Source: an optimization exercise on an open RTL-to-GDS flow (aim: small area, a short achievable clock period and few clock cycles). Production flows keep margins and buffers that such runs may drop.
Only simulation tests tie the RTL to the original design; equivalence was not proved.
Power is estimated from default activity; no workload was simulated.

the reference run:
Design rs544_dec, start of the top module:
module rs544_dec (
    input  wire       clk,
    input  wire       rst,
    input  wire       in_valid,
    input  wire [9:0] in_sym,
    output wire       in_ready,
    output reg        corr_valid,
    output reg  [9:0] corr_pos,
    output reg  [9:0] corr_val,
    output reg        done,
    output reg        fail,
    output reg  [3:0] nerr
);
    localparam NSYM = 544;
    localparam NPAR = 30;
    localparam T    = 15;
    localparam NL   = 16;    
    function [9:0] alpha_pow;
        input integer j;
        integer n;
        reg [9:0] v;
        begin
            v = 10'h001;
            for (n = 0; n < j; n = n + 1)
                v = {v[8:0], 1'b0} ^ (v[9] ? 10'h009 : 10'h000);
            alpha_pow = v;
        end
    endfunction
    function [9:0] chien_start;
        input integer i;
        begin
            chien_start = alpha_pow((1023 - ((543 * i) % 1023)) % 1023);
        end
    endfunction
    integer i;
    genvar gj;
    reg        rdy;
    reg [9:0]  acnt;            
    reg        v1, first1, last1;
    reg [9:0]  d1;
    assign in_ready = rdy;
    wire accept = in_valid && rdy && !rst;
  ...
Settings: LEC_CHECK=0, ABC_CLOCK_PERIOD_IN_PS=3000, CAP_MARGIN=20, CORE_MARGIN=2, CORE_UTILIZATION=70, CTS_CLUSTER_DIAMETER=70, CTS_CLUSTER_SIZE=20, PLACE_DENSITY=0.8, SLEW_MARGIN=20, SYNTH_MEMORY_MAX_BITS=16384; clock period 10.0 ns.
standard.sh (not shown) runs the stock make flow with config.mk's settings and CLKGATE_MAP_FILE= SYNTH_SCRIPT=/design/flow/synth_recipe.tcl, a recipe that flattens the netlist after the stock synthesis.
==> flow/flow/run.sh <==
#!/bin/bash
# Layout: the standard flow (standard.sh) unchanged, with two settings it
# reads from the environment: the port buffers are buf_2 cells instead of the
# delay buffers buffer_ports picks by default, and repair_timing aims at a 7 ns
# setup margin. Each tool's output is in the ORFS logs; make's in standard.log.
export BUFFER_PORTS_ARGS="-buffer_cell sky130_fd_sc_hd__buf_2"
export SETUP_SLACK_MARGIN=7.0
bash standard.sh > standard.log 2>&1
Testbench counts of the reference run, summed over its fixed seeds: cycles 111,146.
--- input diff the reference run..the trial run ---
diff --git a/flow/design.v b/flow/design.v
--- a/flow/design.v
+++ b/flow/design.v
@@ -186,28 +186,27 @@
     wire [9:0] s1_mul [0:NPAR-1];
     generate
         for (gj = 0; gj < NPAR; gj = gj + 1) begin : g_synd
             rs_gf_mul u_mul (.a(first1 ? 10'd0 : s1[gj]), .b(alpha_pow(gj)), .y(s1_mul[gj]));
         end
     endgenerate
     localparam [1:0] ST2_IDLE = 2'd0, ST2_RUN = 2'd1, ST2_DONE = 2'd2;
     reg [1:0]  st2;
     reg [9:0]  s2   [0:NPAR-1];    
     reg [9:0]  lam  [0:NL-1];
-    reg [9:0]  bb   [0:NL-1];      
+    reg [9:0]  bb   [0:NL-1];
     reg [9:0]  gam, delta, acc;
     reg [4:0]  lreg;
     reg        issue;
     reg        om0;             
     reg [4:0]  r0;
     reg [3:0]  j0;
-    reg [3:0]  jb0;             
     reg [4:0]  sa0;             
     reg        v_c1, om_c1, last_c1, lp_c1;
     reg [4:0]  r_c1;
     reg [3:0]  j_c1;
     reg [9:0]  lr, br, sr;
     reg        v_c2, om_c2, last_c2, lp_c2;
     reg [4:0]  r_c2;
     reg [3:0]  j_c2;
     reg [9:0]  ln, lr2, br2, sr2;
     reg        v_c3, v_c4;
@@ -221,21 +220,21 @@
     reg        lo0;             
     reg [3:0]  rem0;            
     reg [3:0]  len_n;
     always @(*) begin
         if (om0 || r0 == NPAR - 1)
             len_n = (om0 && r0 == 5'd13) ? 4'd15 : (om0 ? r0[3:0] + 4'd1 : 4'd0);
         else
             len_n = (r0 >= 5'd14) ? 4'd15 : r0[3:0] + 4'd2;
     end
     wire [9:0] lam_rd = lam[j0];
-    wire [9:0] bb_rd  = bb[jb0];
+    wire [9:0] bb_rd  = bb[j0 - 4'd1];
     wire [9:0] s2_rd  = s2[sa0];
     wire       s_zero = (sa0[4:1] == 4'b1111);    
     wire [9:0] bpow [0:NL-1];
     generate
         for (gj = 0; gj < NL; gj = gj + 1) begin : g_bpow
             assign bpow[gj] = chien_start(gj);
         end
     endgenerate
     wire [9:0] m1_y, m2_y, m3_y;
     wire [9:0] m1_a = om_c2 ? lr2 : ln;
@@ -338,51 +337,48 @@
         else
             s1full <= s1full_n;
         if (copy)
             for (i = 0; i < NPAR; i = i + 1)
                 s2[i] <= s1[i];
         if (copy) begin
             issue <= 1'b1;
             om0   <= 1'b0;
             r0    <= 5'd0;
             j0    <= 4'd0;
-            jb0   <= 4'd15;
             sa0   <= 5'd1;
             rem0  <= 4'd2;
             last0 <= 1'b0;
             first0 <= 1'b1;
             e0    <= 1'b1;
             lo0   <= 1'b1;
         end else if (issue) begin
             first0 <= last0;
             if (last0) begin
                 e0  <= 1'b0;
                 lo0 <= !om0 && r0 < 5'd14;
             end
             rem0  <= last0 ? len_n : rem0 - 4'd1;
             last0 <= last0 ? (len_n == 4'd0) : (rem0 == 4'd1);
             if (last0) begin
-                j0  <= 4'd0;
-                jb0 <= 4'd15;
+                j0 <= 4'd0;
                 if (!om0 && r0 == NPAR - 1) begin
                     om0 <= 1'b1;
                     r0  <= 5'd0;
                     sa0 <= 5'd0;
                 end else if (om0 && r0 == 5'd14) begin
                     issue <= 1'b0;
                 end else begin
                     r0  <= r0 + 5'd1;
                     sa0 <= om0 ? r0 + 5'd1 : r0 + 5'd2;
                 end
             end else begin
                 j0  <= j0 + 4'd1;
-                jb0 <= j0;
                 sa0 <= sa0 - 5'd1;
             end
         end
         v_c1    <= issue && !copy;
         om_c1   <= om0;
         last_c1 <= last0;
         lp_c1   <= om0 && (r0 == 5'd14);
         r_c1    <= r0;
         j_c1    <= j0;
         lr <= (e0 && first0) ? 10'd1 :
@@ -423,21 +419,21 @@
                     delta <= accv;
                 end
             end else begin
                 acc <= accv;
             end
         end
         v_c4 <= v_c3;
         i_c4 <= i_c3;
         omw  <= m3_y;
         if (v_c4)
-            bb[i_c4] <= omw;
+            s2[15 + i_c4] <= omw;
         if (copy) begin
             gam   <= 10'd1;
             delta <= s1[0];
             acc   <= 10'd0;
             lreg  <= 5'd0;
         end
         if (rst) begin
             st2   <= ST2_IDLE;
             issue <= 1'b0;
             v_c1  <= 1'b0;
@@ -448,21 +444,21 @@
             st2   <= ST2_IDLE;
             handoff <= 1'b0;
         end else begin
             st2     <= st2_n;
             copy    <= s1full_n && (st2_n == ST2_IDLE);
             handoff <= (st2_n == ST2_DONE) && (!act3_n || last3_n);
         end
         for (i = 0; i < NL; i = i + 1)
             lterm[i] <= handoff ? lam[i] : lterm_mul[i];
         for (i = 0; i < T; i = i + 1)
-            oterm[i] <= handoff ? bb[i] : oterm_mul[i];
+            oterm[i] <= handoff ? s2[15 + i] : oterm_mul[i];
         first3 <= handoff;
         if (handoff) begin
             k3   <= 10'd0;
             l3   <= lreg;
             rem3 <= lreg;
             fin3 <= 1'b0;
         end else begin
             k3   <= k3 + 10'd1;
             rem3 <= rem3 - {4'd0, is_root};
             if (verdict3)
## What came out
- Met1 routing resource usage after global routing, the trial run and the reference run: smaller value in the trial run
- The power per standard cell area was comparable across the trial run and the reference run.
- The trial run — area growth from synthesis to layout 0.43 points lower, the reference run as reference
- Summary: with the reference run as the reference, final non-filler cell total in the trial run moved down by a few percent.
- Against the reference run, the final cell area of the trial run is higher.
Testbench counts of the trial run, summed over its fixed seeds: cycles 111,146.

## separate check: timing with driven ports
How much do the figures lean on ideal ports? The routed layouts below were timed once more, with nothing changed but the port constraints.
Step 1 (the two cells are an assumption about what drives the block):
set clk [get_ports {clk}]
set_driving_cell -lib_cell sky130_fd_sc_hd__clkbuf_16 $clk
set_driving_cell -lib_cell sky130_fd_sc_hd__buf_2 [delete_from_list [all_inputs] $clk]
Step 2 times the ports against the registers' clock, not the clock port: input delays grow and output delays shrink by t, the midpoint of the rising clock arrivals with the driver on.
a / b / c = no drivers / after step 1 / after step 2; a / b = the first two.
run | shift t [ns] | setup WS [ns] | clock arrival spread, ns | worst register clock-pin slew, ns | worst data-port slew with drivers (ns)
the reference run | 0.765 | 6.840 / 6.768 / 6.636 | 0.030 / 0.030 | 0.09 / 0.09 | 0.07
the trial run | 0.795 | 6.740 / 6.656 / 6.678 | 0.043 / 0.043 | 0.09 / 0.09 | 0.03
After both steps setup and hold are still met in every run listed. The setup slack of the reference run, which loses most, moves by -0.072 ns with the drivers and by -0.204 ns with both steps.
